This design comes from an exercise in tuning for small area and a short achievable clock period on the open sky130 flow, not from production work. In this exercise RTL edits were held to simulation tests only and were not proved equivalent to the original. Power figures rest on the tool's default switching activity, not on a simulated workload.

<file path="flow/config.mk">
export PLATFORM = sky130hd
export DESIGN_NAME = mem_ecc_codec
export DESIGN_NICKNAME = mem_ecc_codec
export VERILOG_FILES = /design/flow/design.v
export SDC_FILE = /design/flow/constraint.sdc
export NUM_CORES = 4
export LEC_CHECK = 0
export CAP_MARGIN = 20
export CORE_MARGIN = 2
export CORE_UTILIZATION = 40
export SETUP_SLACK_MARGIN = 4.8
export SLEW_MARGIN = 20
</file>
<file path="flow/constraint.sdc">
create_clock -name core_clock -period 8.0 [get_ports {clk}]
set_input_delay 1.6000 -clock core_clock [delete_from_list [all_inputs] [get_ports {clk}]]
set_output_delay 1.6000 -clock core_clock [all_outputs]
set_load 0.01 [all_outputs]
</file>
<file path="flow/design.v">
module mem_ecc_codec (
    input  wire        clk,
    input  wire        rst_n,
    input  wire        in_valid,
    input  wire [1:0]  in_op,
    input  wire [63:0] in_data,
    input  wire [7:0]  in_check,
    output reg         out_valid,
    output reg  [63:0] out_data,
    output reg  [7:0]  out_check,
    output reg  [1:0]  out_status,
    output reg  [7:0]  out_syndrome,
    output reg  [6:0]  out_pos
);
    localparam [511:0] HCOL = {
        8'h57,8'h4F,8'h3E,8'h3D,8'h3B,8'h37,8'h2F,8'h1F,8'hE0,8'hD0,8'hC8,8'hC4,8'hC2,8'hC1,8'hB0,8'hA8,
        8'hA4,8'hA2,8'hA1,8'h98,8'h94,8'h92,8'h91,8'h8C,8'h8A,8'h89,8'h86,8'h85,8'h83,8'h70,8'h68,8'h64,
        8'h62,8'h61,8'h58,8'h54,8'h52,8'h51,8'h4C,8'h4A,8'h49,8'h46,8'h45,8'h43,8'h38,8'h34,8'h32,8'h31,
        8'h2C,8'h2A,8'h29,8'h26,8'h25,8'h23,8'h1C,8'h1A,8'h19,8'h16,8'h15,8'h13,8'h0E,8'h0D,8'h0B,8'h07};
    function [3:0] mul_a;
        input [3:0] x;
        input [3:0] n;
        reg   [3:0] p;
        integer     i;
        begin
            p = x;
            for (i = 0; i < 15; i = i + 1)
                if (i < n) p = {p[2:0], 1'b0} ^ (p[3] ? 4'h3 : 4'h0);
            mul_a = p;
        end
    endfunction
    wire dec = in_op[0];
    wire [7:0] hs;
    wire [3:0] s0, s1, x9, x8;
    wire xj0 = in_data[2] ^ in_data[23];
    wire xj1 = in_data[22] ^ in_data[25];
    wire xj2 = in_data[15] ^ in_data[18];
    wire xj3 = in_data[19] ^ in_data[27];
    wire xj4 = in_data[5] ^ in_data[21];
    wire xj5 = in_data[1] ^ in_data[13];
    wire xj6 = in_data[4] ^ in_data[16];
    wire xj7 = in_data[26] ^ in_data[29];
    wire xj8 = in_data[28] ^ xj1;
    wire xj9 = in_data[10] ^ in_data[30];
    wire xj10 = in_data[0] ^ in_data[12];
    wire xj11 = in_data[3] ^ in_data[24];
    wire xj12 = in_data[17] ^ in_data[20];
    wire xj13 = in_data[11] ^ in_data[31];
    wire xj14 = in_data[6] ^ in_data[9];
    wire xj15 = in_data[8] ^ in_data[14];
    wire xj16 = xj0 ^ xj4;
    wire xj17 = in_data[7] ^ xj3;
    wire xj18 = in_data[58] ^ in_data[59];
    wire xj19 = in_check[3] ^ in_check[7];
    wire xj20 = in_data[57] ^ in_data[62];
    wire xj21 = in_data[56] ^ in_data[61];
    wire xj22 = xj2 ^ xj14;
    wire xj23 = xj5 ^ xj6;
    wire xj24 = xj12 ^ xj15;
    wire xj25 = xj7 ^ xj16;
    wire xj26 = in_data[1] ^ in_data[4];
    wire xj27 = in_data[6] ^ in_data[22];
    wire xj28 = in_check[2] ^ in_check[5];
    wire xj29 = in_data[60] ^ in_data[63];
    wire xj30 = in_data[27] ^ in_data[31];
    wire xj31 = in_data[21] ^ in_data[30];
    wire xj32 = xj20 ^ xj21;
    wire xj33 = in_data[28] ^ xj6;
    wire xj34 = in_data[14] ^ xj9;
    wire xj35 = in_check[6] ^ xj19;
    wire xj36 = xj3 ^ xj11;
    wire xj37 = xj24 ^ xj26;
    wire xj38 = xj13 ^ xj23;
    wire xj39 = in_data[32] ^ in_data[47];
    wire xj40 = in_data[37] ^ in_data[46];
    wire xj41 = in_data[3] ^ in_data[15];
    wire xj42 = in_data[0] ^ in_check[0];
    wire xj43 = in_data[9] ^ in_data[25];
    wire xj44 = in_data[50] ^ in_data[51];
    wire xj45 = in_data[33] ^ in_data[60];
    wire xj46 = in_data[38] ^ in_data[48];
    wire xj47 = in_data[42] ^ in_data[44];
    wire xj48 = in_data[43] ^ in_data[52];
    wire xj49 = in_data[35] ^ in_data[45];
    wire xj50 = in_data[11] ^ in_data[36];
    wire xj51 = in_check[1] ^ in_check[4];
    wire xj52 = in_data[53] ^ in_data[54];
    wire xj53 = in_data[13] ^ in_data[19];
    wire xj54 = in_data[17] ^ in_data[49];
    wire xj55 = in_data[39] ^ in_data[40];
    wire xj56 = in_data[10] ^ in_data[23];
    wire xj57 = in_data[34] ^ in_data[55];
    wire xj58 = in_data[24] ^ in_check[0];
    wire xj59 = in_data[2] ^ in_check[2];
    wire xj60 = in_data[8] ^ in_check[4];
    wire xj61 = in_data[16] ^ xj53;
    wire xj62 = xj5 ^ xj43;
    wire xj63 = in_data[41] ^ xj49;
    wire xj64 = in_data[63] ^ xj30;
    wire xj65 = in_data[26] ^ xj27;
    wire xj66 = xj9 ^ xj10;
    wire xj67 = xj18 ^ xj29;
    wire xj68 = xj44 ^ xj52;
    wire xj69 = xj10 ^ xj11;
    wire xj70 = xj2 ^ xj13;
    wire xj71 = in_data[7] ^ xj0;
    wire xj72 = in_data[7] ^ xj42;
    wire xj73 = xj46 ^ xj55;
    wire xj74 = xj8 ^ xj22;
    wire xj75 = xj31 ^ xj36;
    wire xj76 = in_data[20] ^ xj33;
    wire xj77 = xj2 ^ xj17;
    wire xj78 = xj7 ^ xj8;
    wire xj79 = xj28 ^ xj35;
    wire xj80 = in_data[29] ^ xj62;
    wire xj81 = in_data[5] ^ xj8;
    wire xj82 = in_data[0] ^ xj38;
    wire xj83 = xj22 ^ xj25;
    wire xj84 = xj37 ^ xj81;
    wire xj85 = xj66 ^ xj77;
    wire xj86 = in_data[20] ^ in_data[26];
    wire xj87 = in_data[38] ^ in_data[50];
    wire xj88 = in_data[56] ^ xj9;
    wire xj89 = xj20 ^ xj50;
    wire xj90 = xj86 ^ xj87;
    wire xj91 = xj16 ^ xj23;
    wire xj92 = xj63 ^ xj67;
    wire xj93 = xj72 ^ xj88;
    wire xj94 = xj89 ^ xj90;
    wire xj95 = xj91 ^ xj92;
    wire xj96 = xj93 ^ xj94;
    wire xj97 = xj95 ^ xj96;
    wire xj98 = in_data[10] ^ in_data[35];
    wire xj99 = in_data[39] ^ in_data[42];
    wire xj100 = in_data[51] ^ in_check[1];
    wire xj101 = xj18 ^ xj27;
    wire xj102 = xj40 ^ xj98;
    wire xj103 = xj99 ^ xj100;
    wire xj104 = xj32 ^ xj64;
    wire xj105 = xj69 ^ xj101;
    wire xj106 = xj102 ^ xj103;
    wire xj107 = xj37 ^ xj104;
    wire xj108 = xj105 ^ xj106;
    wire xj109 = xj107 ^ xj108;
    wire xj110 = in_data[3] ^ in_data[37];
    wire xj111 = in_data[40] ^ in_data[58];
    wire xj112 = xj4 ^ xj10;
    wire xj113 = xj29 ^ xj39;
    wire xj114 = xj48 ^ xj50;
    wire xj115 = xj59 ^ xj110;
    wire xj116 = xj111 ^ xj32;
    wire xj117 = xj112 ^ xj113;
    wire xj118 = xj114 ^ xj115;
    wire xj119 = xj74 ^ xj116;
    wire xj120 = xj117 ^ xj118;
    wire xj121 = xj119 ^ xj120;
    wire xj122 = in_data[15] ^ in_data[19];
    wire xj123 = in_data[44] ^ in_data[53];
    wire xj124 = in_data[59] ^ in_check[3];
    wire xj125 = xj11 ^ xj15;
    wire xj126 = xj45 ^ xj122;
    wire xj127 = xj123 ^ xj124;
    wire xj128 = xj32 ^ xj71;
    wire xj129 = xj73 ^ xj125;
    wire xj130 = xj126 ^ xj127;
    wire xj131 = xj80 ^ xj128;
    wire xj132 = xj129 ^ xj130;
    wire xj133 = xj131 ^ xj132;
    wire xj134 = in_data[5] ^ in_data[18];
    wire xj135 = in_data[34] ^ in_data[41];
    wire xj136 = in_data[43] ^ in_data[54];
    wire xj137 = xj7 ^ xj14;
    wire xj138 = xj21 ^ xj47;
    wire xj139 = xj54 ^ xj60;
    wire xj140 = xj134 ^ xj135;
    wire xj141 = xj136 ^ xj17;
    wire xj142 = xj33 ^ xj67;
    wire xj143 = xj137 ^ xj138;
    wire xj144 = xj139 ^ xj140;
    wire xj145 = xj141 ^ xj142;
    wire xj146 = xj143 ^ xj144;
    wire xj147 = xj145 ^ xj146;
    wire xj148 = in_data[12] ^ in_data[45];
    wire xj149 = in_data[46] ^ in_data[48];
    wire xj150 = in_data[57] ^ in_data[61];
    wire xj151 = in_check[5] ^ xj18;
    wire xj152 = xj39 ^ xj45;
    wire xj153 = xj54 ^ xj57;
    wire xj154 = xj148 ^ xj149;
    wire xj155 = xj150 ^ xj34;
    wire xj156 = xj61 ^ xj70;
    wire xj157 = xj151 ^ xj152;
    wire xj158 = xj153 ^ xj154;
    wire xj159 = xj155 ^ xj156;
    wire xj160 = xj157 ^ xj158;
    wire xj161 = xj159 ^ xj160;
    wire xj162 = in_data[20] ^ in_data[23];
    wire xj163 = in_data[24] ^ in_data[32];
    wire xj164 = in_data[33] ^ in_data[52];
    wire xj165 = in_data[62] ^ in_check[6];
    wire xj166 = xj31 ^ xj57;
    wire xj167 = xj162 ^ xj163;
    wire xj168 = xj164 ^ xj165;
    wire xj169 = xj64 ^ xj68;
    wire xj170 = xj166 ^ xj167;
    wire xj171 = xj168 ^ xj78;
    wire xj172 = xj169 ^ xj170;
    wire xj173 = xj171 ^ xj172;
    wire xj174 = in_data[36] ^ in_data[47];
    wire xj175 = in_data[49] ^ in_data[55];
    wire xj176 = in_check[7] ^ xj40;
    wire xj177 = xj47 ^ xj48;
    wire xj178 = xj174 ^ xj175;
    wire xj179 = xj63 ^ xj68;
    wire xj180 = xj73 ^ xj176;
    wire xj181 = xj177 ^ xj178;
    wire xj182 = xj179 ^ xj180;
    wire xj183 = xj181 ^ xj182;
    wire xj184 = xj10 ^ xj58;
    wire xj185 = xj60 ^ xj184;
    wire xj186 = xj76 ^ xj185;
    wire xj187 = in_data[17] ^ in_check[1];
    wire xj188 = in_check[5] ^ xj4;
    wire xj189 = xj187 ^ xj188;
    wire xj190 = xj80 ^ xj189;
    wire xj191 = in_data[18] ^ in_check[6];
    wire xj192 = xj59 ^ xj191;
    wire xj193 = xj34 ^ xj65;
    wire xj194 = xj192 ^ xj193;
    wire xj195 = in_data[23] ^ xj13;
    wire xj196 = xj19 ^ xj41;
    wire xj197 = xj17 ^ xj195;
    wire xj198 = xj196 ^ xj197;
    wire xj199 = in_data[31] ^ in_check[7];
    wire xj200 = xj28 ^ xj56;
    wire xj201 = xj199 ^ xj61;
    wire xj202 = xj72 ^ xj200;
    wire xj203 = xj78 ^ xj201;
    wire xj204 = xj202 ^ xj203;
    wire xj205 = xj12 ^ xj51;
    wire xj206 = xj8 ^ xj17;
    wire xj207 = xj34 ^ xj205;
    wire xj208 = xj38 ^ xj79;
    wire xj209 = xj206 ^ xj207;
    wire xj210 = xj208 ^ xj209;
    wire xj211 = xj58 ^ xj24;
    wire xj212 = xj70 ^ xj25;
    wire xj213 = xj79 ^ xj211;
    wire xj214 = xj212 ^ xj213;
    wire xj215 = in_data[12] ^ xj51;
    wire xj216 = xj35 ^ xj215;
    wire xj217 = xj74 ^ xj75;
    wire xj218 = xj216 ^ xj217;
    wire xj219 = in_data[3] ^ xj76;
    wire xj220 = xj83 ^ xj219;
    wire xj221 = in_data[9] ^ in_data[22];
    wire xj222 = in_data[26] ^ xj0;
    wire xj223 = xj12 ^ xj221;
    wire xj224 = xj222 ^ xj223;
    wire xj225 = xj224 ^ xj85;
    wire xj226 = in_data[18] ^ in_data[21];
    wire xj227 = xj56 ^ xj226;
    wire xj228 = xj36 ^ xj227;
    wire xj229 = xj228 ^ xj82;
    wire xj230 = in_data[2] ^ in_data[11];
    wire xj231 = in_data[19] ^ xj230;
    wire xj232 = xj231 ^ xj84;
    wire xj233 = in_data[8] ^ xj69;
    wire xj234 = xj233 ^ xj83;
    wire xj235 = in_data[20] ^ xj1;
    wire xj236 = xj5 ^ xj235;
    wire xj237 = xj25 ^ xj236;
    wire xj238 = xj85 ^ xj237;
    wire xj239 = in_data[14] ^ xj0;
    wire xj240 = xj65 ^ xj239;
    wire xj241 = xj75 ^ xj240;
    wire xj242 = xj82 ^ xj241;
    wire xj243 = xj30 ^ xj41;
    wire xj244 = xj71 ^ xj243;
    wire xj245 = xj244 ^ xj84;
    assign hs[0] = xj97;
    assign hs[1] = xj109;
    assign hs[2] = xj121;
    assign hs[3] = xj133;
    assign hs[4] = xj147;
    assign hs[5] = xj161;
    assign hs[6] = xj173;
    assign hs[7] = xj183;
    assign s0[0] = xj186;
    assign s0[1] = xj190;
    assign s0[2] = xj194;
    assign s0[3] = xj198;
    assign s1[0] = xj204;
    assign s1[1] = xj210;
    assign s1[2] = xj214;
    assign s1[3] = xj218;
    assign x9[0] = xj220;
    assign x9[1] = xj225;
    assign x9[2] = xj229;
    assign x9[3] = xj232;
    assign x8[0] = xj234;
    assign x8[1] = xj238;
    assign x8[2] = xj242;
    assign x8[3] = xj245;
    reg        v_q, op1_q, dec_q, hdec_q, rdec_q;
    reg [63:0] d_q;
    reg [7:0]  c_q;
    reg [7:0]  t_q;
    always @(posedge clk) begin
        if (!rst_n) v_q <= 1'b0;
        else        v_q <= in_valid;
        op1_q  <= in_op[1];
        dec_q  <= in_op[0];
        hdec_q <= in_op[1] & in_op[0];
        rdec_q <= ~in_op[1] & in_op[0];
        d_q    <= in_data;
        c_q    <= (in_op[1] | dec) ? in_check : {x9, x8};
        t_q    <= in_op[1] ? hs : {s1, s0};
    end
    reg [15:0] lo, hi;
    integer    v;
    always @* begin
        for (v = 0; v < 16; v = v + 1) begin
            lo[v] = (t_q[3:0] == v[3:0]);
            hi[v] = (t_q[7:4] == v[3:0]);
        end
    end
    wire [63:0] hm;
    genvar g;
    generate for (g = 0; g < 64; g = g + 1) begin : g_hm
        assign hm[g] = lo[HCOL[8*g +: 4]] & hi[HCOL[8*g+4 +: 4]] & hdec_q;
    end endgenerate
    wire [7:0] hcf = {hi[8] & lo[0], hi[4] & lo[0], hi[2] & lo[0], hi[1] & lo[0],
                      lo[8] & hi[0], lo[4] & hi[0], lo[2] & hi[0], lo[1] & hi[0]} & {8{hdec_q}};
    wire [2:0] a0 = {lo[4] | lo[5] | lo[6] | lo[9] | lo[14], lo[2] | lo[3] | lo[7] | lo[11] | lo[13],
                     lo[1] | lo[8] | lo[10] | lo[12] | lo[15]};
    wire [2:0] a1 = {hi[4] | hi[5] | hi[6] | hi[9] | hi[14], hi[2] | hi[3] | hi[7] | hi[11] | hi[13],
                     hi[1] | hi[8] | hi[10] | hi[12] | hi[15]};
    wire [4:0] b0 = {lo[3] | lo[9] | lo[10], lo[5] | lo[8] | lo[13], lo[4] | lo[11] | lo[15],
                     lo[2] | lo[12] | lo[14], lo[1] | lo[6] | lo[7]};
    wire [4:0] b1 = {hi[3] | hi[9] | hi[10], hi[5] | hi[8] | hi[13], hi[4] | hi[11] | hi[15],
                     hi[2] | hi[12] | hi[14], hi[1] | hi[6] | hi[7]};
    reg  [2:0] jm3;
    reg  [4:0] jm5;
    reg  [9:0] re;
    integer    r, q, j;
    always @* begin
        for (r = 0; r < 3; r = r + 1) begin
            jm3[r] = 1'b0;
            for (q = 0; q < 3; q = q + 1) jm3[r] = jm3[r] | (a0[q] & a1[(q + r) % 3]);
        end
        for (r = 0; r < 5; r = r + 1) begin
            jm5[r] = 1'b0;
            for (q = 0; q < 5; q = q + 1) jm5[r] = jm5[r] | (b0[q] & b1[(q + r) % 5]);
        end
        for (j = 0; j < 10; j = j + 1) re[j] = rdec_q & jm3[j % 3] & jm5[j % 5];
    end
    wire [3:0] s0q = t_q[3:0];
    reg [31:0] rfl;
    integer    k, i;
    always @* begin
        for (k = 0; k < 8; k = k + 1) rfl[4*k +: 4] = s0q & {4{re[k]}};
    end
    wire [7:0] rcf = {s0q & {4{re[9]}}, s0q & {4{re[8]}}};
    reg [6:0] ps;
    always @* begin
        ps = 7'd0;
        for (k = 0; k < 64; k = k + 1) if (hm[k]) ps = ps | k[6:0];
        for (i = 0; i < 8; i = i + 1) if (hcf[i]) ps = ps | (7'd64 + i[6:0]);
        for (j = 0; j < 10; j = j + 1) if (re[j]) ps = ps | j[6:0];
    end
    wire anyhit = |hm | |hcf | |re;
    wire senc   = op1_q & ~dec_q;
    always @(posedge clk) begin
        if (!rst_n) out_valid <= 1'b0;
        else        out_valid <= v_q;
        out_data[31:0]  <= d_q[31:0] ^ (hm[31:0] | rfl);
        out_data[63:32] <= (d_q[63:32] ^ hm[63:32]) & {32{op1_q}};
        out_check       <= c_q ^ (senc ? t_q : (hcf | rcf));
        out_status      <= {dec_q & (t_q != 8'h00) & ~anyhit, anyhit};
        out_syndrome    <= t_q & {8{dec_q}};
        out_pos         <= ps;
    end
endmodule
</file>
<file path="flow/flow/run.sh">
#!/bin/bash
# Own flow: the standard synthesis, then the combinational logic replaced
# by the gate-level netlist of flow/netgen.py (same registers: names and cell
# type), checked equivalent to the standard synthesis by yosys; then the
# standard layout, with plain buffers on the ports instead of the delay cells
# buffer_ports picks by default. If the generated netlist fails a check, the
# standard synthesis's netlist is laid out instead.
set -euo pipefail
HERE=$(pwd)
R=$HERE/orfs/results/$FLOW_PLATFORM/mem_ecc_codec/base
LIB=$FLOW_HOME/platforms/$FLOW_PLATFORM/lib/sky130_fd_sc_hd__tt_025C_1v80.lib
bash standard.sh synth > make_synth.log 2>&1
cp $R/1_2_yosys.v $HERE/synth_standard.v
USE=synth_standard.v
# generator options (structure and drive strengths), if any
set -a; [ -f flow/netgen.env ] && . flow/netgen.env; set +a
if LIB=$LIB python3 flow/netgen.py $HERE/net_gen.v > netgen.log 2>&1; then
  yosys -p "read_liberty -lib $LIB; read_verilog net_gen.v; hierarchy -top $FLOW_TOP; opt_clean -purge; write_verilog -noattr -noexpr net_norm.v" > yosys_norm.log 2>&1
  timeout 900 yosys -p "read_liberty -ignore_miss_func $LIB; read_verilog synth_standard.v; rename $FLOW_TOP gold; read_verilog net_norm.v; rename $FLOW_TOP gate; flatten gold gate; opt_clean; equiv_make gold gate equiv; hierarchy -top equiv; equiv_simple; equiv_status -assert" > yosys_equiv.log 2>&1 \
    && python3 - <<'PY' > regcheck.log 2>&1 && USE=net_final.v
# give each flip-flop the instance name the standard synthesis gave the same
# register (the suffix after '$' depends on how yosys read its reset/enable),
# then require the same names and cell types
import re, sys
pat = re.compile(r'(sky130_fd_sc_hd__df\w+)\s+\\([^\s$]+)(\$\S*)?\s')
std = {m.group(2): (m.group(1), m.group(2) + (m.group(3) or '')) for m in pat.finditer(open('synth_standard.v').read())}
txt = open('net_norm.v').read()
def ren(m):
    base = m.group(2)
    if base not in std: sys.exit('no standard register ' + base)
    return m.group(1) + ' \\' + std[base][1] + ' '
txt2 = pat.sub(ren, txt)
open('net_final.v', 'w').write(txt2)
a = sorted(std.values())
b = sorted((m.group(1), m.group(2) + (m.group(3) or '')) for m in pat.finditer(txt2))
print(len(a), len(b))
sys.exit(0 if a == b and a else 1)
PY
fi
echo "laying out $USE" > netlist_choice.log
cp $HERE/$USE $R/1_2_yosys.v
rm -f $R/1_synth.odb $R/1_synth.sdc
bash standard.sh BUFFER_PORTS_ARGS="-buffer_cell sky130_fd_sc_hd__buf_1" finish > make_finish.log 2>&1
</file>
<file path="flow/flow/joint.py">
from paar import *
import sys
SC=2
def mk_rows(SC):
    R=[]
    for i in range(8):
        R.append(set([k for k in range(64) if HC[k]>>i&1]+[64+i]))
    for b in range(4):
        R.append(set([4*j+b for j in range(8)]+[64+b,68+b]))
    for b in range(4):
        s=set()
        for j in range(8):
            for bb in range(4):
                if mula(1<<bb,(j-SC)%15)>>b&1: s^={4*j+bb}
        for bb in range(4):
            if mula(1<<bb,(8-SC)%15)>>b&1: s^={64+bb}
            if mula(1<<bb,(9-SC)%15)>>b&1: s^={68+bb}
        R.append(s)
    # x9 = a^3 B + a^11 A ; x8 = A + x9 (data only)
    A=[set(4*j+b for j in range(8)) for b in range(4)]
    B=[]
    for b in range(4):
        s=set()
        for j in range(8):
            for bb in range(4):
                if mula(1<<bb,j)>>b&1: s^={4*j+bb}
        B.append(s)
    def mul(vec,n):
        res=[set() for _ in range(4)]
        for bb in range(4):
            y=mula(1<<bb,n)
            for b in range(4):
                if y>>b&1: res[b]^=vec[bb]
        return res
    x9=[a^b for a,b in zip(mul(B,3),mul(A,11))]
    x8=[a^b for a,b in zip(A,x9)]
    return R+x9+x8
if __name__=='__main__':
    for SC in [0,1,2,3]:
        R=mk_rows(SC)
        res=[]
        for seed in range(30):
            g,o,d=paar(R,72,20,seed)
            dep=[d[x] for x in o]
            res.append((len(g), max(dep[:8]), max(dep[8:12]), max(dep[12:16]), max(dep[16:24]), seed))
        res.sort()
        ok=[r for r in res if r[2]<=5 and r[3]<=5 and r[1]<=5]
        print(SC, res[0], ok[:2])
</file>
<file path="flow/flow/netgen.py">
#!/usr/bin/env python3
"""Generate the gate-level netlist of mem_ecc_codec (sky130hd cells) that the
version's own flow lays out in place of the standard synthesis's netlist.

The netlist implements the same register set (names and cell type) and the
same equations as rtl/mem_ecc_codec.v.  Regular parts (XOR trees, nibble
predecode, match lines, corrections, muxes) are built here gate by gate;
irregular small functions are mapped with yosys/abc (area script).

usage: netgen.py OUT.v      (verifies by simulation against a Python model)
"""
import os, re, sys, random, subprocess, tempfile, itertools
sys.path.insert(0, os.path.dirname(os.path.abspath(__file__)))
from paar import rows, paar, mula, HC

LIB = os.environ.get('LIB', '/OpenROAD-flow-scripts/flow/platforms/sky130hd/lib/sky130_fd_sc_hd__tt_025C_1v80.lib')
P = 'sky130_fd_sc_hd__'

# ---------------------------------------------------------------- liberty
def read_lib(path):
    funcs = {}
    cur = None; pin = None; direction = None
    for line in open(path):
        m = re.match(r'\s*cell \("?(\w+)"?\)', line)
        if m:
            cur = m.group(1); funcs[cur] = {}; continue
        m = re.match(r'\s*pin \("?(\w+)"?\)', line)
        if m:
            pin = m.group(1); continue
        m = re.match(r'\s*function : "([^"]*)"', line)
        if m and cur and pin:
            funcs[cur][pin] = m.group(1)
    return funcs
LIBF = read_lib(LIB)

def pyfunc(expr):
    e = expr.replace('!', '~')
    e = re.sub(r'~\s*(\w+)', r'(M^\1)', e)
    e = re.sub(r'~\s*\(', r'M^(', e)
    names = sorted(set(re.findall(r'[A-Za-z_]\w*', e)) - {'M'})
    code = 'lambda M,' + ','.join(names) + ': ' + e
    return names, eval(code)

# ---------------------------------------------------------------- netlist
class Net:
    def __init__(self):
        self.cells = []          # (type, instname, {pin: net})
        self.k = 0
        self.outs = {}           # output pin name per type
    def new(self):
        self.k += 1
        return f'_n{self.k}_'
    def g(self, typ, **pins):
        t = P + typ
        fo = LIBF[t]
        outp = [p for p in fo if p not in ('VPWR', 'VGND', 'VPB', 'VNB') and p not in pins]
        outp = [p for p in outp if p in ('X', 'Y', 'Q', 'SUM', 'COUT', 'Q_N')]
        assert len(outp) == 1, (typ, outp)
        o = self.new()
        self.k += 1
        self.cells.append((t, f'_c{self.k}_', dict(pins, **{outp[0]: o})))
        return o
    def inst(self, t, name, pins):
        self.cells.append((t, name, pins))

N = Net()
def XOR(a, b): return N.g('xor2_1', A=a, B=b)
def XNOR(a, b): return N.g('xnor2_1', A=a, B=b)
def INV(a): return N.g('inv_1', A=a)
def NAND2(a, b): return N.g('nand2_1', A=a, B=b)
def NOR2(a, b): return N.g('nor2_1', A=a, B=b)
def NOR3(a, b, c): return N.g('nor3_1', A=a, B=b, C=c)
def AND2(a, b): return N.g('and2_1', A=a, B=b)
def MUX2(a0, a1, s): return N.g('mux2_1', A0=a0, A1=a1, S=s)
def MUX2I(a0, a1, s): return N.g('mux2i_1', A0=a0, A1=a1, S=s)
def A21OI(a1, a2, b1): return N.g('a21oi_1', A1=a1, A2=a2, B1=b1)
def NOR2B(a, bn): return N.g('nor2b_1', A=a, B_N=bn)

# ---------------------------------------------------------------- abc blocks
ABC_SCRIPT = ('strash; dch -f; balance; rewrite; refactor; balance; rewrite; rewrite -z; balance; '
              'refactor -z; rewrite -z; balance; dch -f; balance; rewrite; refactor; balance; rewrite; '
              'rewrite -z; balance; refactor -z; rewrite -z; balance; dch -f; amap; mfs2; strash; dch -f; map -a; topo')
DONT_USE = ['probe_p_8', 'probec_p_8', 'lpflow_*', 'mux4_*', 'fa_*', 'ha_*', 'maj3_*', 'xor3_*', 'xnor3_*',
            'dlygate*', 'dlymetal*', 'clkdly*', 'buf_*', 'clkbuf_*', 'bufbuf*', 'bufinv*', 'clkinvlp*',
            'einv*', 'ebuf*', 'dl*', 'df*', 'sdf*', 'sed*', 'edf*', 'conb*', 'tap*', 'decap*', 'fill*', 'diode*',
            'macro*', 'o2111*', 'a2111*']

ABC_FAST = os.environ.get('ABC_FAST', 'strash; dch -f; map; topo')
def abc_block(name, src, ins, outs, script=None):
    if script is None:
        script = ABC_FAST if name in os.environ.get('FAST_BLOCKS', 'lines,rsloc,hhit,hpos').split(',') else ABC_SCRIPT
    """Map module `name` (Verilog src; scalar ports) with abc; ins/outs map port -> net."""
    d = tempfile.mkdtemp()
    vin = os.path.join(d, 'in.v'); vout = os.path.join(d, 'out.v'); sc = os.path.join(d, 'abc.script')
    open(vin, 'w').write(src); open(sc, 'w').write(script)
    du = ' '.join(f'-dont_use {P}{c}' for c in DONT_USE)
    cmd = (f'read_verilog {vin}; synth -flatten -top {name}; abc -liberty {LIB} {du} -script {sc}; '
           f'opt_clean -purge; write_verilog -noattr {vout}')
    r = subprocess.run(['yosys', '-q', '-p', cmd], capture_output=True, text=True)
    if r.returncode:
        print(r.stdout, r.stderr); raise SystemExit('yosys failed for ' + name)
    txt = open(vout).read()
    local = {}
    def net(x):
        x = x.strip()
        if x in ins: return ins[x]
        if x in outs: return outs[x]
        if x in ("1'h0", "1'b0"): raise SystemExit('constant in ' + name)
        if x not in local: local[x] = N.new()
        return local[x]
    for a, b in re.findall(r'assign\s+(\S+)\s*=\s*(\S+)\s*;', txt):
        # a = b : an output driven straight by an input or another net
        raise SystemExit(f'assign in block {name}: {a} = {b}')
    for typ, inst, body in re.findall(r'(sky130_fd_sc_hd__\w+)\s+(\S+)\s*\((.*?)\);', txt, re.S):
        pins = {p: net(n) for p, n in re.findall(r'\.(\w+)\(([^)]*)\)', body)}
        N.k += 1
        N.cells.append((typ, f'_c{N.k}_', pins))

# ---------------------------------------------------------------- ports
D = [f'in_data[{k}]' for k in range(64)]
C = [f'in_check[{i}]' for i in range(8)]
OP = ['in_op[0]', 'in_op[1]']

def emit_tree(R, innets, tries=None, inv=None):
    """XOR network for rows R (sets of input indices); inv[i]: output i inverted."""
    tries = tries or int(os.environ.get('TRIES', '60'))
    best = None
    for s in range(tries):
        g, o, d = paar(R, len(innets), 20, s)
        key = (max(d[x] for x in o), len(g))
        if best is None or key < best[0]:
            best = (key, g, o)
    _, g, o = best
    inv = inv or [False] * len(o)
    nin = len(innets)
    uses = {}
    for a, b in g:
        uses[a] = uses.get(a, 0) + 1; uses[b] = uses.get(b, 0) + 1
    for x in o: uses[x] = uses.get(x, 0) + 1
    flip = set(x for x, iv in zip(o, inv) if iv and x >= nin and uses[x] == 1)
    nets = list(innets)
    for i, (a, b) in enumerate(g):
        nets.append(XNOR(nets[a], nets[b]) if nin + i in flip else XOR(nets[a], nets[b]))
    res = []
    for x, iv in zip(o, inv):
        res.append(nets[x] if (not iv or x in flip) else INV(nets[x]))
    return res

SC = int(os.environ.get('SC', '0'))   # the RS tree computes S1' = alpha^-SC * S1 (fewer terms)

def build():
    if os.environ.get('JOINT', '1') == '1':
        # one shared XOR network for all 24 linear outputs, check bits as leaves
        from joint import mk_rows
        R24 = mk_rows(SC)
        outs = emit_tree(R24, D + C, inv=[True] * 16 + [False] * 8)
        hs_n, s0_n, s1p_n = outs[0:8], outs[8:12], outs[12:16]
        x9, x8 = outs[16:20], outs[20:24]
    else:
        raise SystemExit('JOINT=0 no longer supported')
    s1_n = []                                              # ~S1 = ~(alpha^SC * S1')
    for b in range(4):
        terms = [bb for bb in range(4) if mula(1 << bb, SC) >> b & 1]
        assert 1 <= len(terms) <= 2
        s1_n.append(s1p_n[terms[0]] if len(terms) == 1 else XNOR(s1p_n[terms[0]], s1p_n[terms[1]]))
    # flags and muxes
    op0, op1 = OP
    sel_c = N.g('or2_1', A=op0, B=op1)
    cD = [MUX2(x8[i] if i < 4 else x9[i - 4], C[i], sel_c) for i in range(8)]
    tD = [MUX2I(s0_n[i] if i < 4 else s1_n[i - 4], hs_n[i], op1) for i in range(8)]
    slotD = D[32:48]
    upD = D[48:64]
    dD = D[0:32] + slotD + upD
    # registers
    Q = {}
    def reg(name, idx, d):
        nm = f'{name}[{idx}]' if idx is not None else name
        qn = '\\' + nm + ' '
        kind = '$_SDFF_PN0_' if name in ('out_valid', 'v_q') else '$_DFF_P_'
        isport = name.startswith('out_')
        q = nm if isport else qn
        N.inst(P + 'dfxtp_1', '\\' + nm + kind + ' ', {'CLK': 'clk', 'D': d, 'Q': q})
        return q
    dq = [reg('d_q', k, dD[k]) for k in range(64)]
    cq = [reg('c_q', i, cD[i]) for i in range(8)]
    tq = [reg('t_q', i, tD[i]) for i in range(8)]
    op1q = reg('op1_q', None, op1)
    decq = reg('dec_q', None, op0)
    hdecq = reg('hdec_q', None, AND2(op0, op1))
    rdecq = reg('rdec_q', None, NOR2B(op1, op0))
    vq = reg('v_q', None, AND2('rst_n', 'in_valid'))

    # ---------------- output side
    tn = [INV(tq[i]) for i in range(8)]
    lit = lambda b, v: tq[b] if v else tn[b]          # literal true when t[b] == v
    nlit = lambda b, v: tn[b] if v else tq[b]         # its complement
    pl = [NOR2(nlit(0, w & 1), nlit(1, w >> 1 & 1)) for w in range(4)]   # t[1:0] == w
    ph = [NOR2(nlit(2, w & 1), nlit(3, w >> 1 & 1)) for w in range(4)]   # t[3:2] == w
    lo_n = [NAND2(pl[v & 3], ph[v >> 2]) for v in range(16)]
    hdec_n = INV(hdecq)
    p54 = [NOR2(nlit(4, w & 1), nlit(5, w >> 1 & 1)) for w in range(4)]
    p76 = [NOR2(nlit(6, w & 1), nlit(7, w >> 1 & 1)) for w in range(4)]
    hi_n = [NAND2(p54[u & 3], p76[u >> 2]) for u in range(16)]
    hm = [NOR3(lo_n[HC[k] & 15], hi_n[HC[k] >> 4], hdec_n) for k in range(64)]
    hcf = [NOR3(lo_n[1 << i], hi_n[0], hdec_n) for i in range(4)] + [NOR3(lo_n[0], hi_n[1 << i], hdec_n) for i in range(4)]
    # RS residue lines from the predecoded nibbles: OR of the one-hot lines
    LG = {}
    x = 1
    for i in range(15): LG[x] = i; x = mula(x, 1)
    def or_of_neg(ns):
        if len(ns) <= 4: return N.g(f'nand{len(ns)}_1', **dict(zip('ABCD', ns)))
        assert len(ns) == 5
        return N.g('or2b_1', A=N.g('nand4_1', A=ns[0], B=ns[1], C=ns[2], D=ns[3]), B_N=ns[4])
    def res_lines(nl, mod):
        return [or_of_neg([nl[v] for v in range(1, 16) if LG[v] % mod == r]) for r in range(mod)]
    a0, a1 = res_lines(lo_n, 3), res_lines(hi_n, 3)
    b0, b1 = res_lines(lo_n, 5), res_lines(hi_n, 5)
    # RS locator: jm3 / jm5 = one-hot of j mod 3 / j mod 5 (from the residue
    # lines in d_q[47:32]); e[j] = rdec & jm3[j % 3] & jm5[j % 5]
    jm3_n = [N.g('a222oi_1', A1=a0[0], A2=a1[r % 3], B1=a0[1], B2=a1[(1 + r) % 3], C1=a0[2], C2=a1[(2 + r) % 3])
             for r in range(3)]
    jm5_n = []
    for r in range(5):
        x = N.g('a222oi_1', A1=b0[0], A2=b1[r % 5], B1=b0[1], B2=b1[(1 + r) % 5], C1=b0[2], C2=b1[(2 + r) % 5])
        y = N.g('a22oi_1', A1=b0[3], A2=b1[(3 + r) % 5], B1=b0[4], B2=b1[(4 + r) % 5])
        jm5_n.append(AND2(x, y))
    rdec_n = INV(rdecq)
    e = [NOR3(jm3_n[j % 3], jm5_n[j % 5], rdec_n) for j in range(10)]
    s0g = tq[0:4]
    # OR trees: positive inputs -> (positive, negative) output
    def split(xs, k):
        g = -(-len(xs) // k)
        q, r = divmod(len(xs), g)
        out, i = [], 0
        for j in range(g):
            m = q + (1 if j < r else 0)
            out.append(xs[i:i + m]); i += m
        return out
    def or_tree(xs, pos=True):
        xs = list(xs)
        neg = False            # polarity of the current list (True: each is the NOR of its group)
        while len(xs) > 1 or neg != (not pos):
            if len(xs) == 1:
                xs = [INV(xs[0])]; neg = not neg; continue
            if not neg:
                groups = split(xs, 3 if len(xs) > 4 else len(xs))
                xs = [g[0] if len(g) == 1 else N.g(f'nor{len(g)}_1', **dict(zip('ABCD', g))) for g in groups]
                # a group of one was not inverted: invert it to keep polarity uniform
                xs = [INV(x) if len(g) == 1 else x for x, g in zip(xs, groups)]
                neg = True
            else:
                groups = split(xs, 4)
                xs = [INV(g[0]) if len(g) == 1 else N.g(f'nand{len(g)}_1', **dict(zip('ABCD', g))) for g in groups]
                neg = False
        return xs[0]
    # status: st0 = any correction, st1 = decode & syndrome != 0 & no correction
    allhit = hm + hcf + e
    nz = NAND2(N.g('nor4_1', A=tq[0], B=tq[1], C=tq[2], D=tq[3]), N.g('nor4_1', A=tq[4], B=tq[5], C=tq[6], D=tq[7]))
    # NOR/NAND levels down to two negative partials, then st0 = NAND, st1 = AND4
    xs = [N.g(f'nor{len(g)}_1', **dict(zip('ABCD', g))) for g in split(allhit, 4)]      # negative
    xs = [N.g(f'nand{len(g)}_1', **dict(zip('ABCD', g))) for g in split(xs, 4)]          # positive
    xs = [N.g(f'nor{len(g)}_1', **dict(zip('ABCD', g))) for g in split(xs, 3)]          # negative
    assert len(xs) == 2, len(xs)
    st0 = NAND2(xs[0], xs[1])
    st1 = N.g('and4_1', A=xs[0], B=xs[1], C=nz, D=decq)
    # position: OR of the match lines of the positions with the bit set
    pos = []
    for b in range(7):
        t = [hm[k] for k in range(64) if k >> b & 1]
        t += [hcf[i] for i in range(8) if (64 + i) >> b & 1]
        t += [e[j] for j in range(10) if j >> b & 1]
        pos.append(or_tree(t, pos=True))
    # data outputs
    op1n = INV(op1q)
    out = {}
    for k in range(64):
        if k < 32:
            f_n = A21OI(s0g[k % 4], e[k // 4], hm[k])
            out[f'out_data[{k}]'] = XNOR(dq[k], f_n)
        else:
            out[f'out_data[{k}]'] = NOR2(XNOR(dq[k], hm[k]), op1n)
    senc = NOR2B(decq, op1q)
    for i in range(8):
        f_n = A21OI(s0g[i % 4], e[8 + i // 4], hcf[i])
        m = MUX2I(f_n, tn[i], senc)        # senc ? t : f
        out[f'out_check[{i}]'] = XOR(cq[i], m)
    out['out_status[0]'] = st0
    out['out_status[1]'] = st1
    dec_n = INV(decq)
    for i in range(8):
        out[f'out_syndrome[{i}]'] = NOR2(tn[i], dec_n)
    for b in range(7):
        out[f'out_pos[{b}]'] = pos[b]
    # output registers
    for o, n in out.items():
        m = re.match(r'(\w+)\[(\d+)\]', o)
        reg(m.group(1), int(m.group(2)), n)
    reg('out_valid', None, AND2('rst_n', vq))
    return out

# ---------------------------------------------------------------- simulation
def simulate(out, inputs, M):
    """Bit-parallel simulation. inputs: net -> int. Returns net values."""
    val = dict(inputs)
    cells = list(N.cells)
    funcs = {}
    pending = cells
    # registers are cut: their Q must be in inputs
    for it in range(1000):
        nxt = []
        for typ, inst, pins in pending:
            if typ.endswith('dfxtp_1'):
                continue
            fo = LIBF[typ]
            outp = [p for p in pins if p in fo]
            ins_ = [p for p in pins if p not in fo]
            if not all(pins[p] in val for p in ins_):
                nxt.append((typ, inst, pins)); continue
            for op_ in outp:
                key = (typ, op_)
                if key not in funcs: funcs[key] = pyfunc(fo[op_])
                names, f = funcs[key]
                val[pins[op_]] = f(M, *[val[pins[n]] for n in names]) & M
        if not nxt: break
        if len(nxt) == len(pending): raise SystemExit('combinational loop or undriven net: %s' % (nxt[0],))
        pending = nxt
    return val

def model(op, Dv, Cv, regs=None):
    pass

def verify(out, nvec=4000):
    rnd = random.Random(1)
    M = (1 << nvec) - 1
    # --- input side: random op/data/check; compare register D pins with a reference
    def rb(): return rnd.getrandbits(nvec)
    inputs = {n: rb() for n in D + C + OP + ['in_valid', 'rst_n']}
    for typ, inst, pins in N.cells:
        if typ.endswith('dfxtp_1'): inputs[pins['Q']] = 0
    val = simulate(out, inputs, M)
    regD = {inst: pins['D'] for typ, inst, pins in N.cells if typ.endswith('dfxtp_1')}
    def bit(x, i): return (x >> i) & 1
    errs = 0
    LG = {}
    e = 1
    for i in range(15): LG[e] = i; e = mula(e, 1)
    for v in range(nvec):
        d = sum(bit(inputs[D[k]], v) << k for k in range(64))
        c = sum(bit(inputs[C[i]], v) << i for i in range(8))
        op = bit(inputs[OP[0]], v) | bit(inputs[OP[1]], v) << 1
        hd = 0
        for k in range(64):
            if d >> k & 1: hd ^= HC[k]
        A = B = 0
        for j in range(8):
            x = d >> 4 * j & 15; A ^= x; B ^= mula(x, j)
        hs = hd ^ c
        s0 = A ^ (c & 15) ^ (c >> 4)
        s1 = B ^ mula(c & 15, 8) ^ mula(c >> 4, 9)
        x9 = mula(B, 3) ^ mula(A, 11); x8 = A ^ x9
        def lg3(x): return 0 if x == 0 else 1 << (LG[x] % 3)
        def lg5(x): return 0 if x == 0 else 1 << (LG[x] % 5)
        lines = lg3(s0) | lg3(s1) << 3 | lg5(s0) << 6 | lg5(s1) << 11
        op1 = op >> 1; op0 = op & 1
        exp = {}
        dq = d
        for k in range(64): exp[f'\\d_q[{k}]$_DFF_P_ '] = dq >> k & 1
        cqv = c if (op1 or op0) else (x9 << 4 | x8)
        for i in range(8): exp[f'\\c_q[{i}]$_DFF_P_ '] = cqv >> i & 1
        tqv = hs if op1 else (s1 << 4 | s0)
        for i in range(8): exp[f'\\t_q[{i}]$_DFF_P_ '] = tqv >> i & 1
        exp['\\op1_q$_DFF_P_ '] = op1; exp['\\dec_q$_DFF_P_ '] = op0
        exp['\\hdec_q$_DFF_P_ '] = op1 & op0; exp['\\rdec_q$_DFF_P_ '] = (1 - op1) & op0
        exp['\\v_q$_SDFF_PN0_ '] = bit(inputs['rst_n'], v) & bit(inputs['in_valid'], v)
        for inst, n in regD.items():
            if inst not in exp: continue
            if bit(val[n], v) != exp[inst]:
                errs += 1
                if errs < 5: print('input side mismatch', inst, v)
    print('input side errors', errs)
    # --- output side: random register values (consistent flags), compare outputs
    qnets = {inst: pins['Q'] for typ, inst, pins in N.cells if typ.endswith('dfxtp_1')}
    inputs = {}
    opv = [rnd.randrange(4) for _ in range(nvec)]
    tv = [rnd.randrange(256) if rnd.random() < 0.5 else (HC[rnd.randrange(64)] ^ (0 if rnd.random() < 0.7 else 1 << rnd.randrange(8))) for _ in range(nvec)]
    # for RS ops make t/lines consistent with a syndrome
    dv = [rnd.getrandbits(64) for _ in range(nvec)]
    cv = [rnd.getrandbits(8) for _ in range(nvec)]
    for v in range(nvec):
        if not (opv[v] >> 1):
            s0 = tv[v] & 15; s1 = tv[v] >> 4
            def lg3(x): return 0 if x == 0 else 1 << (LG[x] % 3)
            def lg5(x): return 0 if x == 0 else 1 << (LG[x] % 5)
            lines = lg3(s0) | lg3(s1) << 3 | lg5(s0) << 6 | lg5(s1) << 11
            pass
    def pack(f):
        x = 0
        for v in range(nvec):
            if f(v): x |= 1 << v
        return x
    for inst, qn in qnets.items():
        m = re.match(r'\\(\w+)(?:\[(\d+)\])?\$', inst)
        nm, idx = m.group(1), m.group(2)
        idx = int(idx) if idx else None
        if nm == 'd_q': inputs[qn] = pack(lambda v: dv[v] >> idx & 1)
        elif nm == 'c_q': inputs[qn] = pack(lambda v: cv[v] >> idx & 1)
        elif nm == 't_q': inputs[qn] = pack(lambda v: tv[v] >> idx & 1)
        elif nm == 'op1_q': inputs[qn] = pack(lambda v: opv[v] >> 1)
        elif nm == 'dec_q': inputs[qn] = pack(lambda v: opv[v] & 1)
        elif nm == 'hdec_q': inputs[qn] = pack(lambda v: opv[v] == 3)
        elif nm == 'rdec_q': inputs[qn] = pack(lambda v: opv[v] == 1)
        elif nm == 'v_q': inputs[qn] = pack(lambda v: 1)
        elif nm.startswith('out_'): inputs[qn] = 0
    for n in D + C + OP + ['in_valid', 'rst_n']: inputs[n] = 0
    val = simulate(out, inputs, M)
    for o_, n_ in out.items(): val[o_] = val[n_]
    errs = 0
    for v in range(nvec):
        op = opv[v]; t = tv[v]; d = dv[v]; c = cv[v]
        exp_data = d; exp_chk = c; st = 0; pos = 0; syn = 0
        if op == 0:
            exp_data = d & 0xFFFFFFFF; exp_chk = c
        elif op == 1:
            exp_data = d & 0xFFFFFFFF; syn = t
            s0 = t & 15; s1 = t >> 4
            if t == 0: st = 0
            elif s0 and s1:
                j = (LG[s1] - LG[s0]) % 15
                if j <= 9:
                    st = 1; pos = j
                    if j < 8: exp_data ^= s0 << 4 * j
                    else: exp_chk ^= s0 << 4 * (j - 8)
                else: st = 2
            else: st = 2
        elif op == 2:
            exp_chk = c ^ t
        else:
            syn = t
            if t == 0: st = 0
            else:
                st = 2
                for k in range(64):
                    if HC[k] == t: exp_data ^= 1 << k; st = 1; pos = k
                for i in range(8):
                    if t == 1 << i: exp_chk ^= t; st = 1; pos = 64 + i
        got_d = sum(bit(val[f'out_data[{k}]'], v) << k for k in range(64))
        got_c = sum(bit(val[f'out_check[{i}]'], v) << i for i in range(8))
        got_s = sum(bit(val[f'out_status[{i}]'], v) << i for i in range(2))
        got_y = sum(bit(val[f'out_syndrome[{i}]'], v) << i for i in range(8))
        got_p = sum(bit(val[f'out_pos[{i}]'], v) << i for i in range(7))
        if (got_d, got_c, got_s, got_y, got_p) != (exp_data, exp_chk, st, syn, pos):
            errs += 1
            if errs < 5: print('output mismatch op', op, hex(t), (hex(got_d), got_c, got_s, got_y, got_p), (hex(exp_data), exp_chk, st, syn, pos))
    print('output side errors', errs)
    return errs

def write(out, path):
    L = ['// Generated by netgen13.py: gate-level netlist of mem_ecc_codec (sky130hd).',
         'module mem_ecc_codec(clk, rst_n, in_valid, in_op, in_data, in_check, out_valid, out_data, out_check, out_status, out_syndrome, out_pos);',
         '  input clk; input rst_n; input in_valid; input [1:0] in_op; input [63:0] in_data; input [7:0] in_check;',
         '  output out_valid; output [63:0] out_data; output [7:0] out_check; output [1:0] out_status; output [7:0] out_syndrome; output [6:0] out_pos;']
    nets = set()
    for typ, inst, pins in N.cells:
        for p, n in pins.items():
            if not re.match(r'(in_|out_|clk|rst_n)', n): nets.add(n)
    # map output port nets: outputs are named nets; add assigns
    for n in sorted(nets): L.append(f'  wire {n};')
    for typ, inst, pins in N.cells:
        L.append(f'  {typ} {inst} (' + ', '.join(f'.{p}({n})' for p, n in pins.items()) + ');')

    L.append('endmodule')
    open(path, 'w').write('\n'.join(L) + '\n')

def upsize(out, fo_min):
    # drive strength 2 for cells whose output net has fo_min or more loads
    loads = {}
    for typ, inst, pins in N.cells:
        fo = LIBF[typ]
        for p, n in pins.items():
            if p not in fo: loads[n] = loads.get(n, 0) + 1
    for n in out.values(): loads[n] = loads.get(n, 0) + 1
    k = 0
    for i, (typ, inst, pins) in enumerate(N.cells):
        if typ.endswith('_1') and not typ.endswith('dfxtp_1'):
            fo = LIBF[typ]
            o = [n for p, n in pins.items() if p in fo][0]
            t2 = typ[:-2] + '_2'
            if loads.get(o, 0) >= fo_min and t2 in LIBF:
                N.cells[i] = (t2, inst, pins); k += 1
    print('upsized', k)

if __name__ == '__main__':
    out = build()
    if int(os.environ.get('FO_MIN', '0')) > 0:
        upsize(out, int(os.environ['FO_MIN']))
    area = 0.0
    cnt = {}
    for typ, inst, pins in N.cells:
        cnt[typ] = cnt.get(typ, 0) + 1
    import collections
    A = {}
    cur = None
    for line in open(LIB):
        m = re.match(r'\s*cell \("?(\w+)"?\)', line)
        if m: cur = m.group(1)
        m = re.match(r'\s*area\s*:\s*([0-9.]+)', line)
        if m and cur: A[cur] = float(m.group(1)); cur = None
    tot = sum(A[t] * n for t, n in cnt.items())
    print('cells', sum(cnt.values()), 'area', round(tot, 1))
    for t, n in sorted(cnt.items(), key=lambda x: -A[x[0]] * x[1])[:15]:
        print(f'  {t[len(P):]:12s} {n:4d} {A[t]*n:8.1f}')
    # unit-delay levels: inputs -> register D, register Q -> outputs
    drv = {}
    for typ, inst, pins in N.cells:
        if typ.endswith('dfxtp_1'): continue
        fo = LIBF[typ]
        for pn, n in pins.items():
            if pn in fo: drv[n] = (typ, pins)
    memo = {}
    def lev(n):
        if n in memo: return memo[n]
        if n not in drv: memo[n] = 0; return 0
        typ, pins = drv[n]
        fo = LIBF[typ]
        memo[n] = 1 + max(lev(x) for pn, x in pins.items() if pn not in fo)
        return memo[n]
    regd = [(inst, pins['D']) for typ, inst, pins in N.cells if typ.endswith('dfxtp_1')]
    worst = sorted(((lev(d), inst) for inst, d in regd), reverse=True)[:6]
    print('input side levels', worst)
    print('output side levels', sorted(((lev(n), o) for o, n in out.items()), reverse=True)[:8])
    errs = verify(out)
    write(out, sys.argv[1])
    sys.exit(1 if errs else 0)
</file>
<file path="flow/flow/paar.py">
import random, itertools, sys, heapq
HC=[v for v in range(256) if bin(v).count('1')==3][:56]+[v for v in range(256) if bin(v).count('1')==5][:8]
def mula(x,n):
    for _ in range(n):
        x=((x<<1)&15)^(3 if x&8 else 0)
    return x
def rows():
    # inputs: d0..d63 (idx 0..63), cm0..cm7 (64..71)
    R=[]
    for i in range(8):
        R.append(set([k for k in range(64) if HC[k]>>i&1]+[64+i]))
    # s0 bit b
    for b in range(4):
        R.append(set([4*j+b for j in range(8)]+[64+b,68+b]))
    for b in range(4):
        s=set()
        for j in range(8):
            for bb in range(4):
                if mula(1<<bb,j)>>b&1: s.add(4*j+bb)
        for bb in range(4):
            if mula(1<<bb,8)>>b&1: s.add(64+bb)
            if mula(1<<bb,9)>>b&1: s.add(68+bb)
        R.append(s)
    return R
def paar(R, nin, maxd, seed):
    rnd=random.Random(seed)
    R=[set(r) for r in R]
    depth=[0]*nin
    gates=[]
    while True:
        cnt={}
        for r in R:
            l=sorted(r)
            for a,b in itertools.combinations(l,2):
                if max(depth[a],depth[b])+1<=maxd:
                    cnt[(a,b)]=cnt.get((a,b),0)+1
        if not cnt: break
        m=max(cnt.values())
        if m<2: break
        cands=[p for p,c in cnt.items() if c==m]
        # prefer shallow
        md=min(max(depth[a],depth[b]) for a,b in cands)
        cands=[p for p in cands if max(depth[p[0]],depth[p[1]])==md]
        a,b=rnd.choice(cands)
        n=len(depth); depth.append(max(depth[a],depth[b])+1); gates.append((a,b))
        for r in R:
            if a in r and b in r:
                r.discard(a); r.discard(b); r.add(n)
    # final trees
    outs=[]
    for r in R:
        h=[(depth[x],x) for x in r]; heapq.heapify(h)
        while len(h)>1:
            d1,a=heapq.heappop(h); d2,b=heapq.heappop(h)
            n=len(depth); depth.append(max(d1,d2)+1); gates.append((a,b)); heapq.heappush(h,(depth[n],n))
        outs.append(h[0][1])
    return gates, outs, depth
if __name__=='__main__':
    R=rows()
    for maxd in [4,5,6,7,20]:
        best=None
        for s in range(int(sys.argv[1]) if len(sys.argv)>1 else 20):
            g,o,d=paar(R,72,maxd,s)
            key=(len(g),max(d[x] for x in o))
            if best is None or key<best: best=key
        print(maxd,best)
    R8=rows()[:8]
    print('hsiao only', min(len(paar(R8,72,20,s)[0]) for s in range(10)))
    R8=rows()[8:]
    print('rs only', min(len(paar(R8,72,20,s)[0]) for s in range(10)))
</file>
<file path="flow/standard.sh">
#!/bin/bash
# synth_recipe.tcl (not shown) runs the flow's synth.tcl, then flattens the netlist and writes it again
# the make line also repeats each setting of config.mk as NAME=value (left out here)
make -C /OpenROAD-flow-scripts/flow DESIGN_CONFIG=/design/flow/config.mk WORK_HOME=/design/flow/orfs CLKGATE_MAP_FILE= SYNTH_SCRIPT=/design/flow/synth_recipe.tcl "${@:-finish}"
</file>
==> results of run 1 <==
[layout make-up]
type                       count  share of cell area
clock buffer                  19              0.0428
clock inverter                12             0.00955
inverter                      18             0.00653
multi-input combinational    739               0.503
sequential                   175               0.339
tap                          275              0.0332
timing repair buffer         173              0.0658
[metrics by stage]
stage	area, um^2	instances	utilization	total power, mW
2_1_floorplan	8620	932	-	1.88
3_3_place_gp	9590	1374	0.455	2.24
3_5_place_dp	9590	1374	0.455	2.24
4_1_cts	10200	1406	0.484	3.04
5_1_grt	10400	1411	0.491	3.27
6_report	10400	1411	0.491	3.10
[critical path, delay by kind of cell]
kind                   cells  cell delay [ns]
buffers and inverters      1             0.21
XOR/XNOR                   5             1.26
multiplexers               1             0.35
[routing by layer]
metal  vias up  GRT usage
met1      3529      0.339
met4         0     0.0944
met5         -          0
met3        63     0.0476
met2       361      0.425
li1       3573          -
[registers in the layout (all words and copies together), names as in the netlist]
register,cells
v_q,1
c_q,8
d_q,64
t_q,8
hdec_q,1
out_pos,7
out_status,2
out_data,64
out_valid,1
dec_q,1
out_check,8
rdec_q,1
out_syndrome,8
op1_q,1
[power by group through the flow]
stage	Combinational (mW)	Clock [mW]	Sequential, mW
CTS	1.14	0.791	1.11
global placement	1.11	0	1.12
finish	1.21	0.778	1.11
detailed placement	1.12	0	1.12
floorplan	0.753	0	1.12
global route	1.32	0.828	1.12
[worst max path at each step]
| stage | from | to | slack, ns | cells after the start |
|---|---|---|---|---|
| 2_1_floorplan | in_data[5] | c_q[4]$_DFF_P_ | 4.82 | 6 |
| 3_3_place_gp | in_data[19] | c_q[5]$_DFF_P_ | 3.99 | 7 |
| 3_5_place_dp | in_data[19] | c_q[5]$_DFF_P_ | 4.03 | 7 |
| 5_1_grt | t_q[6]$_DFF_P_ | out_status[1]$_DFF_P_ | 4.71 | 11 |
| 4_1_cts | t_q[1]$_DFF_P_ | out_status[1]$_DFF_P_ | 4.75 | 11 |
| 6_report | in_data[27] | c_q[5]$_DFF_P_ | 4.87 | 7 |
[timing repair]
action | 4_1_cts | 5_1_grt
endpoints found under the hold margin | 0 | 0
resized for setup | 15 | 25
endpoints found under the setup margin | 42 | 43
pin swaps | 1 | 5
buffers inserted | 1 | 4
[cell usage in the layout, fill, tap and decap left out, types with 5 or more instances in the layout]
master / count
mux2_1: 8
a222oi_1: 8
dfxtp_1: 171
inv_6: 6
and2_1: 8
nand2_1: 25
or2b_1: 6
xor2_2: 14
buf_4: 6
nor4_1: 23
xnor2_1: 80
clkbuf_16: 17
a21oi_1: 40
mux2i_1: 16
nand2_2: 9
nor2_1: 66
buf_1: 160
nor3_2: 7
nand3_1: 22
nand4_1: 22
a22oi_1: 5
xor2_1: 224
inv_1: 17
nor3_1: 151
==> flow_summary.toml, run 1 <==
[run_status]
status = "complete, no violations"

[worst_hold_path]
hold_end = "out_check[5]$_DFF_P_"
worstHoldStart = "c_q[5]$_DFF_P_"
hold_depth = 1
min_path_type = "register to register"

[critical_path]
rrSetupSlack_ns = 4.88
critPathMaxFanout = 4
end_kind = "register"
worstSetupStartpointType = "input pin"
cp_slowest_cell = "xor2_2"
path_cells = "buf_1, xor2_2, xor2_2, xor2_1, xor2_1, xor2_1, mux2_1"
critPathArrivalTime_ns = 3.42
r2r_end = "out_status[1]$_DFF_P_"
crit_required_ns = 8.29
crit_path_frequent_cell = "xor2_1"
r2r_start = "t_q[5]$_DFF_P_"
ff2ff_path_depth = 12
max_stage_delay_ns = 0.39
path_class = "input pin to register"

[place]
place_ws_ns = 4.03
port_buffers = 166
gp_congestion = 1.00
dpl.hpwl_mm = 23.2

[power]
pwr-share-clk = 0.251
vdd_ir_drop_max_mv = 0.183
power_leakage_nw = 4.09
p_sw_frac = 0.403
p_seq_frac = 0.358
power_density_mw_per_mm2 = 300
p_int_mw = 1.85
p_switching_mw = 1.25
comb_power_share = 0.391

[die]
dieArea_mm2 = 0.0227
rows = 53
ioPinCount = 167
coreArea_mm2 = 0.0211
initial_core_util = 0.408
die_w_um = 151
die_y_um = 151

[yosys]
synth_area_mm2 = 0.00861
syn-mean-instance-area_um2 = 9.24
synthCells = 932
synth_fp_nets = 1009
yosys_warnings = 1

[global_route]
grt_remaining_overflow = 0
antenna_found_initial = 0
grt_pass1_vias = 7232
grt_usage = 0.258
grt_max_degree = 73
grt_pass1_wl_mm = 43.0

[timing]
setup_tns_ns = 0
fin_hold_ws_ns = 0.423
worst_pin_slew_ns = 1.05
rsz0062_at_grt = "yes"
hold_violations = 0
fin_skew_ns = 0.0111
period_share = 0.391
fmax_ghz = 0.320
setup_viol = 0
relSlewSlack = 0.299
min_period_ns = 3.13
layout_setup_ws_ns = 4.87
drv_slew = 0

[clock_tree]
worstSkewPairLatency_ns = 0.43
cts_hold_buf = 0
cts_max_path_buffers = 2
htreeDepth = 4
cts-root-buf = "clkbuf_16"
path_clk_slew_ns = 0.07
clock_sinks = 175
cts_tree = "built"
cts_buffers = 17

[drt]
drt-pass1-iter-count = 9
top_layer = "met4"
antenna_left = 0
drc = 0
vias = 7526
wl_met2_mm = 13.7
drt_wl_total_mm = 29.2
wl_met1_mm = 12.5
initialDrtViolationCount = 724
vias_per_cell = 5.33
wire_per_inst_um = 20.7
dr_wl_met3_mm = 2.03

[final_layout]
layout-drive-gt1-share = 0.0687
nFillCells = 2142
multi_input_area_mm2 = 0.00521
area_growth_pct = 20.2
seq_area_mm2 = 0.00351
antenna_cells = 0
fin_nets = 1201

[job]
maxCapViolCount = 0
==> run 2, diff against run 1 <==
--- a/flow/config.mk
+++ b/flow/config.mk
@@ -8,5 +8,7 @@
 export CAP_MARGIN = 20
 export CORE_MARGIN = 2
 export CORE_UTILIZATION = 40
-export SETUP_SLACK_MARGIN = 4.8
+export CTS_BUF_LIST = sky130_fd_sc_hd__clkbuf_8
+export CTS_CLUSTER_SIZE = 30
+export SETUP_SLACK_MARGIN = 5.0
 export SLEW_MARGIN = 20
==> run 2 against run 1 <==
Global-route usage rose by 0.54 points. Sequential power barely moved. Via count barely moved. Final area rose by 1.9%. Maximum frequency rose by 5.0%. Die area did not move. Utilization rose by 0.93 points. Non-clock buffer count rose by 3. Critical endpoint is now t_q[2]$_DFF_P_. Largest cell class unchanged.
==> flow_summary.toml, run 2 <==
[critical_path]
critPathMaxFanout = 3
crit_path_start = "in_data[57]"
crit_path_frequent_cell = "xor2_1"
crit_family = "XOR/XNOR gates"
max_stage_delay_ns = 0.35
ff2ff_path_depth = 12
path_class = "input pin to register"
crit_required_ns = 8.32
r2r_start = "t_q[0]$_DFF_P_"
cp_slowest_cell = "xor2_1"
worstSetupStartpointType = "input pin"
end_kind = "register"
critPathArrivalTime_ns = 3.30
cp.buffers_inverters = 1
worst-path-stages = 7
path_cells = "buf_1, xor2_1, xor2_2, xor2_1, xor2_1, xnor2_1, mux2i_1"

[clock_tree]
cts_max_path_buffers = 2
cts-root-buf = "clkbuf_8"
cts_tree = "built"
worstSkewPairLatency_ns = 0.49
cts_buffers = 17
htreeDepth = 4
clock_sinks = 175
path_clk_slew_ns = 0.10
cts_hold_buf = 0

[yosys]
syn-mean-instance-area_um2 = 9.24
synth_area_mm2 = 0.00861
yosys_warnings = 1
synth_fp_nets = 1009
synthCells = 932

[global_route]
grt_pass1_vias = 7192
grt_pass1_wl_mm = 43.7
grt_remaining_overflow = 0
grt_max_degree = 73
grt_usage = 0.264
antenna_found_initial = 1

[worst_hold_path]
worstHoldStart = "d_q[19]$_DFF_P_"
hold_depth = 1
min_path_type = "register to register"

[die]
rows = 53
initial_core_util = 0.408
die_w_um = 151
die_y_um = 151
ioPinCount = 167
coreArea_mm2 = 0.0211
dieArea_mm2 = 0.0227

[power]
p_seq_frac = 0.367
power_leakage_nw = 4.15
vdd_ir_drop_max_mv = 0.142
p_switching_mw = 1.29
p_sw_frac = 0.427
pwr-share-clk = 0.206
comb_power_share = 0.427
power_density_mw_per_mm2 = 287
p_int_mw = 1.73

[final_layout]
nFillCells = 2063
final_common_cell = "xor2_1"
fin_nets = 1204
fin_cells = 1415
multi_input_area_mm2 = 0.00552
largestRegisters = "d_q x64, out_data x64"
seq_area_mm2 = 0.00351
most-common-layout-cells = "xor2_1, dfxtp_1, nor3_1"
stdcell_area_mm2 = 0.0105
area_growth_pct = 22.5
antenna_cells = 0
layout-drive-gt1-share = 0.114

[timing]
fin_skew_ns = 0.0188
drv_slew = 0
period_share = 0.372
setup_viol = 0
min_period_ns = 2.98
setup_tns_ns = 0
rsz0062_at_grt = "yes"
worst_pin_slew_ns = 1.02
fin_hold_ws_ns = 0.428
hold_violations = 0
fmax_ghz = 0.336
relSlewSlack = 0.317

[drt]
drt-pass1-iter-count = 7
initialDrtViolationCount = 753
vias = 7523
wire_per_inst_um = 21.1
antenna_left = 0
vias_per_cell = 5.32
drc = 0
drt_wl_total_mm = 29.9

[place]
place_area_mm2 = 0.00973
gp_congestion = 0.967
post-place-cells = 1374
dpl.hpwl_mm = 23.8
port_buffers = 166

[job]
maxCapViolCount = 0

[run_status]
status = "complete, no violations"
run 2: changes by cell type in the layout (fill, tap and decap cells not counted), moves of 8 or more:
cell,delta
buf_1,-14
xor2_1,-19
clkbuf_16,-17
clkbuf_8,+16
buf_2,+8
xor2_4,+9
xor2_2,+10
run 2: what timing repair did:
action / in CTS / in global routing
resized for setup: 33 / 51
cloned: 0 / 0
endpoints found under the setup margin: 56 / 49
pin swaps: 4 / 6
setup buffers: 3 / 6
endpoints found under the hold margin: 0 / 0
run 2: routing by layer:
layer	global-route usage	routed length, um
met5	0	0
met4	0.0935	966
met3	0.0367	1660
met2	0.434	14200
met1	0.354	13000
run 2: power groups by stage:
stage / clock (mW) / sequential (mW) / combinational, mW
floorplan: 0 / 1.12 / 0.758
global placement: 0 / 1.12 / 1.13
detailed placement: 0 / 1.12 / 1.12
CTS: 0.636 / 1.11 / 1.18
global route: 0.667 / 1.12 / 1.40
finish: 0.623 / 1.11 / 1.29
run 2: final timing paths:
path,end,slack [ns]
max reg2reg,out_status[1]$_DFF_P_,5.08
max,t_q[2]$_DFF_P_,5.02
min reg2reg,out_data[19]$_DFF_P_,0.43
min,out_data[19]$_DFF_P_,0.43
run 2: area by class of cell:
cell class / count / area share
clock buffer: 17 / 0.0222
clock inverter: 15 / 0.0141
inverter: 18 / 0.00641
multi-input combinational: 739 / 0.523
sequential: 175 / 0.333
tap: 275 / 0.0326
timing repair buffer: 176 / 0.0686
run 2: through the flow:
step / power [mW] / utilization / setup slack [ns]
5_1_grt: 3.19 / 0.500 / 4.96
6_report: 3.03 / 0.500 / 5.02
2_1_floorplan: 1.88 / - / 5.00
3_5_place_dp: 2.24 / 0.461 / 4.28
4_1_cts: 2.92 / 0.487 / 4.97
3_3_place_gp: 2.25 / 0.461 / 4.20

## afterwards: timing with drivers on the ports
In the flow no input, the clock included, has a driving cell. The finished layouts below were timed again as built, in two steps. Step 1 assumes that a clkbuf_16 drives the clock port and a buf_2 every other input. Step 2 moves the port delays by t, midway between the first and last clock arrival at a register: inputs arrive t later, outputs are due t later. That takes back most of the time a late clock gives input paths. Slacks: ideal ports / drivers / drivers and shift; pairs: ideal ports / drivers.
run | t, ns | setup slack, ns | latest minus earliest clock arrival (ns) | worst slew at a driven data input, ns | cell pins on the clock port's net
run 1 | 0.468 | 4.873 / 4.880 / 4.429 | 0.013 / 0.014 | 0.05 | 1
run 2 | 0.518 | 5.023 / 5.041 / 4.523 | 0.021 / 0.021 | 0.05 | 1
After both steps setup and hold are still met in every run listed. For run 2, which loses most, drivers alone change the setup slack by +0.018 ns; drivers and shift together by -0.500 ns.
